What follows belongs to an exercise in optimizing a design on an open flow for small area, a short achievable clock period and few clock cycles per item; a production flow would make more cautious choices.
Only simulation tests tie the RTL to the original design; equivalence was not proved.
Power and IR drop assume default switching activity.

===== flow/run.sh =====
#!/bin/bash
# synth_recipe.tcl (not shown) runs the flow's synth.tcl, then flattens the netlist and writes it again
# the make line also repeats each setting of config.mk as NAME=value (left out here)
make -C /OpenROAD-flow-scripts/flow DESIGN_CONFIG=/design/flow/config.mk WORK_HOME=/design/flow/orfs CLKGATE_MAP_FILE= SYNTH_SCRIPT=/design/flow/synth_recipe.tcl finish

===== flow/config.mk =====
export PLATFORM = sky130hd
export DESIGN_NAME = narind_hmac
export DESIGN_NICKNAME = narind_hmac
export VERILOG_FILES = /design/flow/design.v
export SDC_FILE = /design/flow/constraint.sdc
export NUM_CORES = 4
export LEC_CHECK = 0
export ABC_AREA = 1
export CAP_MARGIN = 20
export CORE_MARGIN = 2
export CORE_UTILIZATION = 40
export SETUP_SLACK_MARGIN = 5
export SLEW_MARGIN = 20
export TNS_END_PERCENT = 100

===== flow/constraint.sdc =====
create_clock -name core_clock -period 10.0 [get_ports {clk}]
set_input_delay 2.0000 -clock core_clock [delete_from_list [all_inputs] [get_ports {clk}]]
set_output_delay 2.0000 -clock core_clock [all_outputs]
set_load 0.01 [all_outputs]

===== flow/design.v =====
module sha256_round (
    input  wire [31:0] a, b, c, d, e, f, g, h,
    input  wire [31:0] k,
    input  wire [31:0] w,
    output wire [31:0] a_new,
    output wire [31:0] e_new
);
    wire [31:0] s1  = {e[5:0], e[31:6]} ^ {e[10:0], e[31:11]} ^ {e[24:0], e[31:25]};
    wire [31:0] ch  = (e & f) ^ (~e & g);
    wire [31:0] s0  = {a[1:0], a[31:2]} ^ {a[12:0], a[31:13]} ^ {a[21:0], a[31:22]};
    wire [31:0] maj = (a & b) ^ (a & c) ^ (b & c);
    wire [31:0] ps = h ^ k ^ w;
    wire [31:0] pc_full = (h & k) | (h & w) | (k & w);
    wire [31:0] pcy = {pc_full[30:0], 1'b0};
    wire [31:0] q1s = ps ^ pcy ^ d;
    wire [31:0] q1c_f = (ps & pcy) | (ps & d) | (pcy & d);
    wire [31:0] q1c = {q1c_f[30:0], 1'b0};
    wire [31:0] r1s = s1 ^ ch ^ q1s;
    wire [31:0] r1c_f = (s1 & ch) | (s1 & q1s) | (ch & q1s);
    wire [31:0] r1c = {r1c_f[30:0], 1'b0};
    wire [31:0] r2s = r1s ^ r1c ^ q1c;
    wire [31:0] r2c_f = (r1s & r1c) | (r1s & q1c) | (r1c & q1c);
    wire [31:0] r2c = {r2c_f[30:0], 1'b0};
    assign e_new = r2s + r2c;
    wire [31:0] u1s = ps ^ pcy ^ maj;
    wire [31:0] u1c_f = (ps & pcy) | (ps & maj) | (pcy & maj);
    wire [31:0] u1c = {u1c_f[30:0], 1'b0};
    wire [31:0] v1s = s1 ^ ch ^ s0;
    wire [31:0] v1c_f = (s1 & ch) | (s1 & s0) | (ch & s0);
    wire [31:0] v1c = {v1c_f[30:0], 1'b0};
    wire [31:0] x1s = u1s ^ u1c ^ v1s;
    wire [31:0] x1c_f = (u1s & u1c) | (u1s & v1s) | (u1c & v1s);
    wire [31:0] x1c = {x1c_f[30:0], 1'b0};
    wire [31:0] y1s = x1s ^ x1c ^ v1c;
    wire [31:0] y1c_f = (x1s & x1c) | (x1s & v1c) | (x1c & v1c);
    wire [31:0] y1c = {y1c_f[30:0], 1'b0};
    assign a_new = y1s + y1c;
endmodule
module sha256_sched (
    input  wire [31:0] wm2,    
    input  wire [31:0] wm7,    
    input  wire [31:0] wm15,   
    input  wire [31:0] wm16,   
    output wire [31:0] wn
);
    wire [31:0] ls0 = {wm15[6:0], wm15[31:7]} ^ {wm15[17:0], wm15[31:18]} ^ (wm15 >> 3);
    wire [31:0] ls1 = {wm2[16:0], wm2[31:17]} ^ {wm2[18:0], wm2[31:19]} ^ (wm2 >> 10);
    wire [31:0] s1s = wm7 ^ wm16 ^ ls0;
    wire [31:0] s1c_f = (wm7 & wm16) | (wm7 & ls0) | (wm16 & ls0);
    wire [31:0] s1c = {s1c_f[30:0], 1'b0};
    wire [31:0] s2s = s1s ^ s1c ^ ls1;
    wire [31:0] s2c_f = (s1s & s1c) | (s1s & ls1) | (s1c & ls1);
    wire [31:0] s2c = {s2c_f[30:0], 1'b0};
    assign wn = s2s + s2c;
endmodule
module narind_hmac (
    input  wire         clk,
    input  wire         rst,         
    input  wire         start,
    input  wire [255:0] key,         
    output wire         idle,
    input  wire         in_valid,
    output wire         in_ready,
    input  wire [31:0]  in_data,
    input  wire         in_last,
    output wire         done,
    output wire [127:0] tag
);
    localparam [255:0] IV = {32'h6a09e667, 32'hbb67ae85, 32'h3c6ef372, 32'ha54ff53a,
                             32'h510e527f, 32'h9b05688c, 32'h1f83d9ab, 32'h5be0cd19};
    localparam [1:0] P_KO = 2'd0, P_KI = 2'd1, P_DATA = 2'd2, P_FIN = 2'd3;
    reg         s_idle, s_xfer, s_round, s_final;
    reg [1:0]   ph;
    reg [5:0]   u;
    reg [3:0]   rcnt;          
    reg         done_r;
    reg         end_seen;      
    reg         port_done;     
    reg         rdy_r;         
    reg         pad80;         
    reg         lenok;         
    reg         lastb;         
    reg [8:0]   nwords;
    reg         hd_v, sk_v;
    reg [31:0]  hd_d, sk_d;
    reg         hd_l, sk_l;
    reg [31:0]  a, b, c, d, e, f, g, h;
    reg [31:0]  w [0:15];      
    reg [31:0]  H [0:7];       
    reg [31:0]  KO [0:7];      
    reg  [31:0] kt;            
    wire [31:0] a_new, e_new;
    sha256_round u_round (
        .a(a), .b(b), .c(c), .d(d), .e(e), .f(f), .g(g), .h(h),
        .k(kt), .w(w[12]), .a_new(a_new), .e_new(e_new)
    );
    wire [31:0] wnew;
    sha256_sched u_sched (.wm2(w[14]), .wm7(w[9]), .wm15(w[1]), .wm16(w[0]), .wn(wnew));
    wire [1:0]  j = u[1:0];
    reg  [31:0] iva, ive;
    always @(*) begin
        case (j)
            2'd0: begin iva = IV[159:128]; ive = IV[31:0];    end
            2'd1: begin iva = IV[191:160]; ive = IV[63:32];   end
            2'd2: begin iva = IV[223:192]; ive = IV[95:64];   end
            default: begin iva = IV[255:224]; ive = IV[127:96]; end
        endcase
    end
    wire [31:0] basea = (ph == P_DATA) ? H[3] : (ph == P_FIN) ? KO[3] : iva;
    wire [31:0] basee = (ph == P_DATA) ? H[7] : (ph == P_FIN) ? KO[7] : ive;
    wire [31:0] adda  = basea + d;
    wire [31:0] adde  = basee + h;
    wire        use_add = s_final && (ph != P_KO);
    wire [31:0] lda = use_add ? adda : (ph == P_FIN) ? KO[3] : iva;
    wire [31:0] lde = use_add ? adde : (ph == P_FIN) ? KO[7] : ive;
    wire        sched = u[5] | u[4];
    wire        cur   = s_xfer || (s_round && !sched && (u[3] | u[2]));
    wire [3:0]  ix    = u[3:0];
    wire [31:0] hw    = H[ix[2:0]];
    wire [31:0] bitlen = {18'd0, nwords + 9'd16, 5'd0};
    wire f_key  = (cur && (ph == P_KO || ph == P_KI)) || (s_final && ph == P_KO);
    wire f_opad = cur && (ph == P_KO);
    wire f_fin  = cur && (ph == P_FIN);
    wire f_data = (cur && s_round && ph == P_DATA) ||
                  (s_final && (ph == P_KI || (ph == P_DATA && !lastb)));
    wire need_in = f_data && !end_seen;                
    wire rot     = (rcnt != 4'd0) || (need_in && !hd_v);
    wire adv     = !s_idle && !rot;                    
    wire take    = need_in && adv;                     
    reg [31:0] src;
    always @(*) begin
        src = 32'd0;
        if (s_round && sched) begin
            src = wnew;
        end else if (f_key) begin
            src = (f_opad ? 32'h5c5c5c5c : 32'h36363636) ^ (ix[3] ? 32'd0 : hw);
        end else if (f_fin) begin
            if (!ix[3])              src = hw;
            else if (ix == 4'd8)     src = 32'h80000000;
            else if (ix == 4'd15)    src = 32'd768;
        end else if (f_data) begin
            if (!end_seen)                 src = hd_d;
            else if (pad80)                src = 32'h80000000;
            else if (ix == 4'd15 && lenok) src = bitlen;
        end
    end
    integer i;
    always @(posedge clk) begin
        for (i = 0; i < 15; i = i + 1)
            w[i] <= w[i+1];
        w[15] <= rot ? w[0] : src;
    end
    reg [5:0] u_n;
    always @(*) begin
        u_n = u;
        if (s_idle)
            u_n = 6'd0;
        else if (adv) begin
            if (s_round && u == 6'd3)     
                u_n = 6'd0;
            else if (s_final && j == 2'd3 && ph == P_DATA && lastb)
                u_n = 6'd0;               
            else if (!s_round && j == 2'd3)
                u_n = 6'd4;               
            else
                u_n = u + 6'd1;
        end
    end
    reg [31:0] kn;             
    always @(*) begin
        case (u_n)
            6'd0 : kn = 32'h90befffa; 6'd1 : kn = 32'ha4506ceb;
            6'd2 : kn = 32'hbef9a3f7; 6'd3 : kn = 32'hc67178f2;
            6'd4 : kn = 32'h428a2f98; 6'd5 : kn = 32'h71374491;
            6'd6 : kn = 32'hb5c0fbcf; 6'd7 : kn = 32'he9b5dba5;
            6'd8 : kn = 32'h3956c25b; 6'd9 : kn = 32'h59f111f1;
            6'd10: kn = 32'h923f82a4; 6'd11: kn = 32'hab1c5ed5;
            6'd12: kn = 32'hd807aa98; 6'd13: kn = 32'h12835b01;
            6'd14: kn = 32'h243185be; 6'd15: kn = 32'h550c7dc3;
            6'd16: kn = 32'h72be5d74; 6'd17: kn = 32'h80deb1fe;
            6'd18: kn = 32'h9bdc06a7; 6'd19: kn = 32'hc19bf174;
            6'd20: kn = 32'he49b69c1; 6'd21: kn = 32'hefbe4786;
            6'd22: kn = 32'h0fc19dc6; 6'd23: kn = 32'h240ca1cc;
            6'd24: kn = 32'h2de92c6f; 6'd25: kn = 32'h4a7484aa;
            6'd26: kn = 32'h5cb0a9dc; 6'd27: kn = 32'h76f988da;
            6'd28: kn = 32'h983e5152; 6'd29: kn = 32'ha831c66d;
            6'd30: kn = 32'hb00327c8; 6'd31: kn = 32'hbf597fc7;
            6'd32: kn = 32'hc6e00bf3; 6'd33: kn = 32'hd5a79147;
            6'd34: kn = 32'h06ca6351; 6'd35: kn = 32'h14292967;
            6'd36: kn = 32'h27b70a85; 6'd37: kn = 32'h2e1b2138;
            6'd38: kn = 32'h4d2c6dfc; 6'd39: kn = 32'h53380d13;
            6'd40: kn = 32'h650a7354; 6'd41: kn = 32'h766a0abb;
            6'd42: kn = 32'h81c2c92e; 6'd43: kn = 32'h92722c85;
            6'd44: kn = 32'ha2bfe8a1; 6'd45: kn = 32'ha81a664b;
            6'd46: kn = 32'hc24b8b70; 6'd47: kn = 32'hc76c51a3;
            6'd48: kn = 32'hd192e819; 6'd49: kn = 32'hd6990624;
            6'd50: kn = 32'hf40e3585; 6'd51: kn = 32'h106aa070;
            6'd52: kn = 32'h19a4c116; 6'd53: kn = 32'h1e376c08;
            6'd54: kn = 32'h2748774c; 6'd55: kn = 32'h34b0bcb5;
            6'd56: kn = 32'h391c0cb3; 6'd57: kn = 32'h4ed8aa4a;
            6'd58: kn = 32'h5b9cca4f; 6'd59: kn = 32'h682e6ff3;
            6'd60: kn = 32'h748f82ee; 6'd61: kn = 32'h78a5636f;
            6'd62: kn = 32'h84c87814; 6'd63: kn = 32'h8cc70208;
        endcase
    end
    always @(posedge clk) kt <= kn;
    always @(posedge clk) begin
        {b, c, d} <= {a, b, c};
        {f, g, h} <= {e, f, g};
        if (!adv) begin
            a <= h;
            e <= d;
        end else if (s_round) begin
            a <= a_new;
            e <= e_new;
        end else begin
            a <= lda;
            e <= lde;
        end
    end
    always @(posedge clk) begin
        if (s_idle) begin
            if (start)
                for (i = 0; i < 8; i = i + 1)
                    H[i] <= key[255 - 32*i -: 32];
        end else if (adv && s_final && ph != P_KO) begin
            H[0] <= adda;
            H[1] <= H[0];
            H[2] <= H[1];
            H[3] <= H[2];
            H[4] <= adde;
            H[5] <= H[4];
            H[6] <= H[5];
            H[7] <= H[6];
        end
        KO[0] <= (s_final && ph == P_KO) ? adda : KO[3];
        KO[1] <= KO[0];
        KO[2] <= KO[1];
        KO[3] <= KO[2];
        KO[4] <= (s_final && ph == P_KO) ? adde : KO[7];
        KO[5] <= KO[4];
        KO[6] <= KO[5];
        KO[7] <= KO[6];
    end
    wire pin = in_valid && rdy_r;                      
    always @(posedge clk) begin
        if (take) begin
            if (sk_v) begin
                hd_d <= sk_d;
                hd_l <= sk_l;
                sk_d <= in_data;
                sk_l <= in_last;
            end else begin
                hd_d <= in_data;
                hd_l <= in_last;
            end
        end else if (!hd_v) begin
            hd_d <= in_data;
            hd_l <= in_last;
        end else if (!sk_v) begin
            sk_d <= in_data;
            sk_l <= in_last;
        end
    end
    wire hd_v_n  = take ? (sk_v || pin) : (hd_v || pin);
    wire sk_v_n  = take ? (sk_v && pin) : (sk_v || (hd_v && pin));
    wire pdone_n = !s_idle && (port_done || (pin && in_last));
    always @(posedge clk) begin
        u <= u_n;
        if (rst) begin
            s_idle  <= 1'b1;
            s_xfer  <= 1'b0;
            s_round <= 1'b0;
            s_final <= 1'b0;
            done_r  <= 1'b0;
            rdy_r   <= 1'b0;
            hd_v    <= 1'b0;
            sk_v    <= 1'b0;
            rcnt    <= 4'd0;
        end else begin
            hd_v      <= hd_v_n;
            sk_v      <= sk_v_n;
            port_done <= pdone_n;
            rdy_r     <= !(s_idle && !start) && !(hd_v_n && sk_v_n) && !pdone_n;
            rcnt      <= rot ? rcnt + 4'd1 : 4'd0;
            if (s_idle) begin
                if (start) begin
                    s_idle   <= 1'b0;
                    s_xfer   <= 1'b1;
                    ph       <= P_KO;
                    done_r   <= 1'b0;
                    end_seen <= 1'b0;
                    pad80    <= 1'b0;
                    lenok    <= 1'b0;
                    lastb    <= 1'b0;
                    nwords   <= 9'd0;
                end
            end
            if (adv && s_xfer && j == 2'd3) begin
                s_xfer  <= 1'b0;
                s_round <= 1'b1;
            end
            if (adv && s_round && u == 6'd3) begin    
                s_round <= 1'b0;
                s_final <= 1'b1;
            end
            if (adv && s_final && j == 2'd3) begin
                s_final <= 1'b0;
                case (ph)
                    P_KO: begin
                        ph      <= P_KI;
                        s_round <= 1'b1;
                    end
                    P_KI: begin
                        ph      <= P_DATA;
                        s_round <= 1'b1;
                    end
                    P_DATA: begin
                        lastb <= 1'b0;
                        if (lastb) begin
                            ph     <= P_FIN;
                            s_xfer <= 1'b1;
                        end else begin
                            s_round <= 1'b1;
                        end
                    end
                    default: begin
                        done_r <= 1'b1;
                        s_idle <= 1'b1;
                    end
                endcase
            end
            if (adv && f_data) begin
                if (!end_seen) begin
                    nwords <= nwords + 9'd1;
                    if (hd_l) begin
                        end_seen <= 1'b1;
                        pad80    <= 1'b1;
                    end
                end else begin
                    if (pad80) begin
                        pad80 <= 1'b0;
                        lenok <= (ix <= 4'd13);
                    end else if (ix == 4'd15 && lenok) begin
                        lastb <= 1'b1;
                    end
                end
                if (ix == 4'd0 && !(end_seen && pad80))
                    lenok <= 1'b1;
            end
        end
    end
    assign idle     = s_idle;
    assign in_ready = rdy_r;
    assign done     = done_r;
    assign tag      = {H[0], H[1], H[2], H[3]};
endmodule

==> summary.txt <==
Cells and area
  – Multi-input gate area: 30420 sq um
  – Layout cells sized above 1: 6.264%
  – Net count, final: 8497
  – FF+latch area: 31710 sq um
  – Area grow syn2layout: 18.39%
  – Filler cells: 15640

Global route
  – Global route overflow: 0
  – First-pass GRT wire length: 395.5 mm
  – Number of global-route vias before repair: 52780
  – Largest net degree at the start of global routing: 216
  – Initial antenna violation count: 25
  – Global Route Usage Sum: 33.28%

Yosys
  – Top cell type's share of synthesized area: 32.64%
  – Post-synth EDFFs: 338
  – Asr flop ratio synth: 0%
  – Synth top area cells: dfxtp_1 33%, edfxtp_1 15%, nand2_1 9.7%
  – Library cells used by synthesis: 62
  – Post-synth top area cell: dfxtp_1
  – Top_reg_cell synth: dfxtp_1
  – Most frequent cell after synthesis: nand2_1
  – Syn Nets: 8109
  – Syn avg cell area: 8.962 sq um
  – Seq cells post-synth: 1412
  – Top cells by count, synth: 1698 x nand2_1, 1074 x dfxtp_1, 817 x inv_1
  – Post-synthesis sequential area ratio: 48.05%
  – Ys Warns: 7
  – Mapped Area: 65870 sq um
  – Post-Synthesis Cells: 7350

Routing
  – Antenna Violating Nets Remaining: 0
  – Wirelength per Cell: 28.44 um
  – Vias per inst: 5.469
  – DRT Wirelength: 285.8 mm
  – DRC viols: 0
  – DRT Pass-1 Iters: 6
  – Vias: 54950
  – Iter 0 DRT Violations: 6826

Die
  – Total I/O pin count: 424
  – Die area: 167900 sq um
  – Std cell rows: 148
  – Die height: 409.8 um
  – Die width: 409.8 um
  – Initial Utilization: 40.38%
  – Core box area: 163100 sq um

Run status
  – Outcome: timing/DRC/antenna clean

Timing
  – Skew final: 0.07412 ns
  – Worst Slack Setup Final: 5.014 ns
  – Setup TNS: 0 ns
  – Max_slew headroom: 15.44%
  – Worst slew pin tran: 1.261 ns
  – Finish-stage setup viols: 0
  – F_max: 200.6 MHz
  – Crit share post-route: 49.86%
  – RSZ-0062 raised after global routing: true
  – Hold Fails Final Rpt: 0
  – Minimum clock period: 4.986 ns
  – Pins Over Slew Limit: 0

Setup path
  – Critical path launch point type: flip-flop
  – Setup crit end kind: flip-flop
  – Setup CP Type: flip-flop to flip-flop
  – Worst-path maximum fanout: 163
  – R2R depth: 7
  – Worst Path Required: 10.46 ns
  – Crit path arrival time: 5.45 ns

Clock tree
  – Clock buffer depth: 3
  – Clock Sinks: 1412
  – Clock tree from TritonCTS: built
  – # H-tree levels: 4
  – Worst-skew pair later-pin latency: 0.84 ns
  – Num CTS Buffers: 150
  – Clock-pin slew on the worst setup and hold paths: 0.06 ns
  – Root buffer selected by CTS: clkbuf_16
  – Hold buffers post-CTS: 0

Min path
  – Hold Crit Class: flip-flop to flip-flop
  – Hold path depth: 0

Pwr
  – LEAKAGE: 33.56 nW
  – Pwr/cell area: 421.0 nW/um^2
  – Total power: 32.83 mW
  – Max IR drop VDD: 0.3454 mV

Flow run
  – Maxcap violations: 0

Placement
  – Placer's final routability congestion estimate: 1.019
  – Place WS: 4.544 ns
  – Post-DP HPWL: 227.4 mm
  – IO buf count: 423
[logic make-up after synthesis]
group           after synthesis  share of synthesized area (%)
fa+ha+maj                   492                          12.49
compound gates             1322                          11.14
flops                      1412                          48.05
simple gates               2656                          16.73
mux                          33                         0.5015
xor+xnor                    356                          4.734
buf+inv                    1079                          6.350
[layout by cell type (no fill, tap or decap), types with 39 or more instances in the layout]
master,n
o22ai_1,47
o21ai_0,632
buf_4,47
fa_1,283
nand2_1,1689
nor2_1,356
xnor2_1,144
ha_1,178
nand3_1,409
o211ai_1,44
xor2_1,199
clkbuf_16,153
edfxtp_1,338
a21oi_1,326
clkdlybuf4s50_1,423
a31oi_1,61
inv_1,811
nand4_1,47
dfxtp_1,1033
dfxtp_2,39
[sequential cells by signal, indices dropped and copies added (netlist names), 32 cells and up]
| name | count |
|---|---|
| h | 32 |
| w | 512 |
| H | 256 |
| kt | 32 |
| c | 32 |
| KO | 256 |
| g | 32 |
| sk_d | 32 |
| f | 32 |
| a | 32 |
| e | 32 |
| d | 32 |
| b | 32 |
| hd_d | 32 |
[routing by layer]
| metal | vias up | GRT usage [%] | routed length (um) |
|---|---|---|---|
| met2 | 2735 | 52.43 | 129200 |
| met4 | 4 | 16.16 | 15850 |
| li1 | 24810 | - | - |
| met5 | - | 0 | 33 |
| met3 | 557 | 6.359 | 24150 |
| met1 | 26840 | 43.84 | 116500 |
[worst paths after layout]
check	slack, ns	startpoint	end
min	0.27	w[2][0]$_DFF_P_	w[1][0]$_DFF_P_
min reg2reg	0.27	w[2][0]$_DFF_P_	w[1][0]$_DFF_P_
max	5.01	s_final$_SDFFE_PP0P_	H[4][13]$_DFFE_PP_
max reg2reg	5.01	s_final$_SDFFE_PP0P_	H[4][13]$_DFFE_PP_
[per-stage QoR]
stage / std cells / hold WS (ns) / instance area [sq um] / util (%)
finish: 10050 / 0.2727 / 77980 / 47.80
global route: 10040 / 0.2888 / 77970 / 47.79
CTS: 10030 / 0.2663 / 77610 / 47.57
detailed placement: 9755 / 0.3121 / 72310 / 44.33
global placement: 9754 / 0.3096 / 72290 / 44.31
floorplan: 7350 / 0.3096 / 65940 / -
[what timing repair did]
item,4_1_cts,5_1_grt
pin swaps,0,4
setup endpoints to repair,77,169
gates resized for setup,44,98
setup buffers,2,2
[report_power, final]
group	internal [mW]	total, mW	switching [mW]
clock	3.35	5.85	2.50
combinational	6.67	19.7	13.0
sequential	6.54	7.32	0.775
[layout make-up]
cell class / instances / share of cell area, %
Antenna cell: 18 / 0.05776
Clock buffer: 195 / 5.339
Clock inverter: 73 / 1.317
Inverter: 833 / 4.022
Multi-Input combinational cell: 4859 / 39.00
Sequential cell: 1412 / 40.66
Tap cell: 2175 / 3.490
Timing Repair Buffer: 482 / 6.114
[critical path, stage by stage, from the launching register on]
cell,delay [ns]
dfxtp_1,0.93
inv_1,0.56
nor2_4,0.20
buf_4,0.62
inv_2,0.56
o21ai_4,0.34
buf_16,0.54
buf_6,0.51
Testbench counts, summed over its fixed seeds: cycles 108,760, frames 192.

==> re-timing with driven ports <==
The results above use ideal ports. As a check the final layout listed here was re-extracted and re-timed, cells and wires unchanged. Step 1 (the two cells are an assumption about what drives the block):
set clk [get_ports {clk}]
set_driving_cell -lib_cell sky130_fd_sc_hd__clkbuf_16 $clk
set_driving_cell -lib_cell sky130_fd_sc_hd__buf_2 [delete_from_list [all_inputs] $clk]
Step 2, shift: input delay + t, output delay - t, t = (earliest + latest rising clock arrival at the registers) / 2. This alone moves slack from input paths to output paths. Slacks: ideal ports / drivers / drivers and shift; pairs: ideal ports / drivers.
t (ns): 0.887
setup WS [ns]: 5.014 / 5.014 / 4.827
hold WS [ns]: 0.273 / 0.273 / 0.273
After both steps this run still meets setup and hold. The setup slack of this run moves by 0.000 ns with the drivers and by -0.187 ns with both steps.
